Background: an optimization exercise with open tools, aiming at small area, a short achievable clock period and few clock cycles per item. Do not read the settings as production practice. No run shown here included a check of the RTL's function; only the layout flow was run.

==> flow/design.v, too long to show whole: its modules and the start of the top module <==
// module skim_pixel: 1962 lines
// module fa: 10 lines
module skim_pixel (
    input  wire        clk,
    input  wire        rst,           
    input  wire        in_valid,
    output reg         in_ready,
    input  wire [13:0] in_code,       
    input  wire        in_ovr,        
    input  wire [15:0] in_tapm_ofs,   
    input  wire [15:0] in_tapm_gain,  
    input  wire [15:0] in_dark,       
    input  wire [15:0] in_gain,       
    input  wire        in_dead,       
    input  wire        in_bypass,     
    input  wire        in_last,       
    output reg         out_valid,
    input  wire        out_ready,
    output reg  [15:0] out_pix,
    output reg         out_sat,       
    output reg         out_dead,      
    output reg         out_nsat,      
    output reg         out_last
);
  // ...
==> flow/flow/run.sh <==
#!/bin/bash
# The standard layout (standard synthesis included), with timing repair
# aiming at a 13 ns period instead of leaving the clock's 47 ns of slack unused,
# and faster port buffers. Each step's full output goes to ORFS's own logs
# under orfs/logs; make's output goes to standard.log.
set -euo pipefail
bash standard.sh SETUP_SLACK_MARGIN=47 "BUFFER_PORTS_ARGS=-buffer_cell sky130_fd_sc_hd__buf_2" finish > standard.log 2>&1
==> flow/standard.sh <==
#!/bin/bash
# synth_recipe.tcl (not shown) runs the flow's synth.tcl, then flattens the netlist and writes it again
# the make line also repeats each setting of config.mk as NAME=value (left out here)
make -C /OpenROAD-flow-scripts/flow DESIGN_CONFIG=/design/flow/config.mk WORK_HOME=/design/flow/orfs CLKGATE_MAP_FILE= SYNTH_SCRIPT=/design/flow/synth_recipe.tcl "${@:-finish}"
==> flow/config.mk <==
export PLATFORM = sky130hd
export DESIGN_NAME = skim_pixel
export DESIGN_NICKNAME = skim_pixel
export VERILOG_FILES = /design/flow/design.v
export SDC_FILE = /design/flow/constraint.sdc
export NUM_CORES = 4
export LEC_CHECK = 0
export CAP_MARGIN = 20
export CORE_MARGIN = 2
export CORE_UTILIZATION = 40
export SLEW_MARGIN = 20
export SYNTH_HIERARCHICAL = 1
==> flow/constraint.sdc <==
create_clock -name core_clock -period 60.0 [get_ports {clk}]
set_input_delay 12.0000 -clock core_clock [delete_from_list [all_inputs] [get_ports {clk}]]
set_output_delay 12.0000 -clock core_clock [all_outputs]
set_load 0.01 [all_outputs]
==> summary.md, run 1 <==
| Metric | Value |
|---|---|
| Final WL | 69.4 mm |
| CP required | 48000 ps |
| Final non-filler cell total | 3547 |
| Post-CTS Resized | 1 |
| # hold bufs at CTS | 0 |
| # diodes | 0 |
| N_taps | 855 |
| Worst-skew pair later-pin latency | 510 ps |
| Hold path start | p0_gain[9] |
| Die width | 258 µm |
| Largest net degree at the start of global routing | 61 |
| Reg-to-reg slack, setup | 49240 ps |
| Top-count cell post-synth | nand2_1 |
| Buffers excl. clock | 156 |
| Slew Limit Fails | 0 |
| Antenna-violating nets left | 0 |
| Fraction of registers with async set/reset | 0% |
| Commonest cells after routing, fill and taps aside | nand2_1 (560), fa_1 (444), inv_1 (247), ha_1 (171), edfxtp_1 (168) |
| Dpl ws | 46640 ps |
| Worst Reg-to-Reg Cells | 35 |
| RePlAce Congestion | 0.935 |
| Status | complete, no violations |
| Starting Density | 40.3% |
| Grt ovf | 0 |
| WL met1 | 28.5 mm |
| Layout cells sized above 1 | 8.54% |
| Synthesized area per cell | 9.81 µm² |
==> inputs of run 2 (changes only) <==
==> flow/run.sh (new file) <==
#!/bin/bash
# synth_recipe.tcl (not shown) runs the flow's synth.tcl, then flattens the netlist and writes it again
# the make line also repeats each setting of config.mk as NAME=value (left out here)
make -C /OpenROAD-flow-scripts/flow DESIGN_CONFIG=/design/flow/config.mk WORK_HOME=/design/flow/orfs CLKGATE_MAP_FILE= SYNTH_SCRIPT=/design/flow/synth_recipe.tcl finish
removed: flow/flow/run.sh
removed: flow/standard.sh
==> summary.md, run 2 <==
| Metric | Value |
|---|---|
| Status | complete, no violations (unchanged) |
| Commonest non-fill, non-tap cell in the layout | nand2_1 (unchanged) |
| CP required | 48000 ps (about the same) |
| DR vias | 19600 (about the same) |
| # diodes | 0 (unchanged) |
| Die width | 258 µm (unchanged) |
| Commonest cells after routing, fill and taps aside | nand2_1 (560), fa_1 (444), inv_1 (247), ha_1 (171), edfxtp_1 (168) (unchanged) |
| IO Count | 108 (unchanged) |
| Core area | 64100 µm² (unchanged) |
| GR Util met3 | 3.93% (was 4.12%) |
| Slowest stage delay, CP | 580 ps (was 430 ps) |
| Hold path depth | 0 (unchanged) |
| CP cell instances | clkdlybuf4s50_1 (was buf_2) |
| Sequential cell area | 5370 µm² (about the same) |
| Warnings from Yosys | 7 (unchanged) |
| Final setup TNS | 0 ps (unchanged) |
| Post-layout util | 44.1% (was 43.6%) |
| Reg-to-reg slack, setup | 49500 ps (was 49240 ps) |
| Hold path start | p0_gain[10] (was p0_gain[9]) |
| Final WL | 68.0 mm (was 69.4 mm) |
| DR WL/cell | 19.3 µm (was 19.6 µm) |
| Final non-filler cell total | 3522 (was 3547) |
| Yosys top cell area share | 34.4% (unchanged) |
| Hold crit path type | register to register (unchanged) |
| Starting Density | 40.3% (unchanged) |
| CTS sink count | 184 (unchanged) |
| Post-CTS Resized | 0 (was 1) |
| Fmax | 73.8 MHz (was 76.3 MHz) |
| Fraction of registers with async set/reset | 0% (unchanged) |
| Slew Limit Fails | 0 (unchanged) |
| Vias in the first global route | 21200 (was 21100) |
| Final hold viol count | 0 (unchanged) |
| Area delta synth->final | 9.51% (was 8.23%) |
| Min-Delay Endpoint | p1_gain[10] (was p1_gain[9]) |
| Largest area contributor in the netlist | fa_1 (unchanged) |
| Syn_nets | 3333 (unchanged) |
| Clock buffer depth | 2 (unchanged) |
| Area of the multi-input gates | 19100 µm² (unchanged) |
| Critical Path End Type | output port (unchanged) |
| Max_cap viols | 0 (unchanged) |
| Synthesized area per cell | 9.81 µm² (unchanged) |
| Final Setup Violations | 0 (unchanged) |
| Initial antenna violation count | 0 (unchanged) |
| Met1 Track Usage GR | 25.9% (was 26.1%) |
| Hpwl dp | 52.5 mm (was 53.1 mm) |
| Post-layout min period | 13560 ps (was 13100 ps) |
| Post-synthesis cell type count | 87 (unchanged) |
| Worst path top cell family by delay | buffers and inverters (was flip-flops) |
| Main synth FF type | edfxtp_1 (unchanged) |
| Slowest cell on the critical path | clkdlybuf4s50_1 (was edfxtp_1) |
| Maximum fanout along the worst path | 5 (was 2) |
| Worst Skew | 11.5 ps (was 17.2 ps) |
| Inst Count DP | 3490 (was 3488) |
| Layout cells sized above 1 | 3.75% (was 8.54%) |
| CTS Root Cell | clkbuf_16 (unchanged) |
| FP Rows | 93 (unchanged) |
| First DRT Iteration DRCs | 1518 (was 1399) |
| WP buf/inv | 1 (unchanged) |
| Synth top area cells | fa_1 (34%), edfxtp_1 (20%), ha_1 (8.3%) (unchanged) |
| Slew @ Worst Pin | 1080 ps (was 1110 ps) |
| Crit path from | out_pix[1] (was out_pix[13]) |
| PortBufs | 107 (unchanged) |
| Global route hottest layer | met2 (unchanged) |
| #FFs+latches synth | 184 (unchanged) |
| H-tree Lvls | 4 (unchanged) |
| Grt ovf | 0 (unchanged) |
| Reg clk slew, reported paths | 80 ps (about the same) |
| Worst relative slew slack | 27.9% (was 26.0%) |
| # nets final | 3355 (was 3381) |
| CP startpoint kind | register (unchanged) |
| Seq/Total Area, Yosys | 20.8% (unchanged) |
| Die area | 66600 µm² (unchanged) |
| First-pass GRT wire length | 111 mm (was 112 mm) |
| Largest net degree at the start of global routing | 67 (was 61) |
| Worst Reg-to-Reg Cells | 33 (was 35) |
| TritonCTS Buffers | 17 (unchanged) |
| Vias per cell | 5.56 (was 5.53) |
| Antenna-violating nets left | 0 (unchanged) |
| RR Startpoint | p1_x[3] (was p0_ofs[0]) |
| Pre-Repair DR Iteration Count | 7 (was 9) |
| Synth Instances | 2632 (unchanged) |
| TritonCTS clock tree | done (unchanged) |
| Filler cells | 6035 (was 6061) |
| Setup CP Type | register to output port (unchanged) |
| Die height | 258 µm (unchanged) |
| Reg-to-reg critical path endpoint | dq[11] (was p1_x[0]) |
| Top-count cell post-synth | nand2_1 (unchanged) |
| # hold bufs at CTS | 0 (unchanged) |
| Post-CTS Setup Bufs | 0 (was 16) |
| Met2 usage | 37.0% (was 37.4%) |
| Final period util | 22.6% (was 21.8%) |
| Synth top cells by count | nand2_1 (561), fa_1 (444), inv_1 (247) (unchanged) |
| Mapped Area | 25800 µm² (unchanged) |
| RSZ-0062 raised after global routing | no (was yes) |
| Total Routing Usage GR | 21.0% (was 21.3%) |
| Number of flops mapped to enable cells by yosys | 168 (unchanged) |
| Worst-skew pair later-pin latency | 510 ps (about the same) |
| WP data arrival | 1560 ps (was 1100 ps) |
| # DRC | 0 (unchanged) |
| RePlAce Congestion | 0.912 (was 0.935) |
[run 2: logic make-up after synthesis]
logic type / count (synthesis) / synth area share, %
compound gates: 399 / 10.5
xor+xnor: 91 / 3.12
fa+ha+maj: 616 / 42.8
buf+inv: 376 / 5.50
flops: 184 / 20.8
mux: 15 / 0.625
simple gates: 951 / 16.7
[run 2: per-module statistics from Yosys, one instance, submodules excluded]
module / cells / flops+latches
skim_pixel: 2216 / 184
fa: 1 / 0
[run 2: metal layers]
layer  wire length, µm  vias to the layer above
met2             33900                      750
met3              4290                      142
met5                 0                        -
li1                  -                     8762
met4              1930                        0
met1             27900                     9927
[run 2: area by class of cell]
cell class	count	share of cell area [%]
Tap cell	855	3.78
Multi-Input combinational cell	2072	67.5
Timing Repair Buffer	130	4.40
Inverter	249	3.31
Clock buffer	18	1.55
Sequential cell	184	19.0
Clock inverter	14	0.522
[run 2: worst max-delay path by stage]
stage,to,cells after the start
2_1_floorplan,out_nsat,3
3_3_place_gp,in_ready,5
3_5_place_dp,in_ready,5
4_1_cts,out_pix[1],1
5_1_grt,out_pix[1],1
6_report,out_pix[1],1
[run 2: stage by stage]
| stage | setup WS, ps | cell area [µm²] | hold WS, ps |
|---|---|---|---|
| CTS | 46380 | 28300 | 428 |
| global route | 46360 | 28300 | 432 |
| finish | 46440 | 28300 | 427 |
| floorplan | 46380 | 25800 | 400 |
| detailed placement | 46420 | 27700 | 405 |
| global placement | 46400 | 27700 | 409 |

## what the ideal ports hide
Ports are ideal in the flow. The routed layouts listed here were re-timed in OpenROAD. Step 1 assumes that a clkbuf_16 drives the clock port and a buf_2 every other input. Step 2, shift: input delay + t, output delay - t, t = (earliest + latest rising clock arrival at the registers) / 2. This alone moves slack from input paths to output paths. Slacks: ideal ports / drivers / drivers and shift; pairs: ideal ports / drivers.
run	t, ns	setup slack, ns	hold slack, ns	worst setup path after step 2	worst register clock-pin slew, ns
run 1	0.554	46.898 / 46.843 / 46.650	0.422 / 0.422 / 0.422	input to register	0.08 / 0.08
run 2	0.556	46.442 / 46.387 / 46.392	0.427 / 0.427 / 0.427	input to register	0.08 / 0.08
After both steps every run listed still meets setup and hold. The setup slack of run 1, which loses most, moves by -0.055 ns with the drivers and by -0.248 ns with both steps.
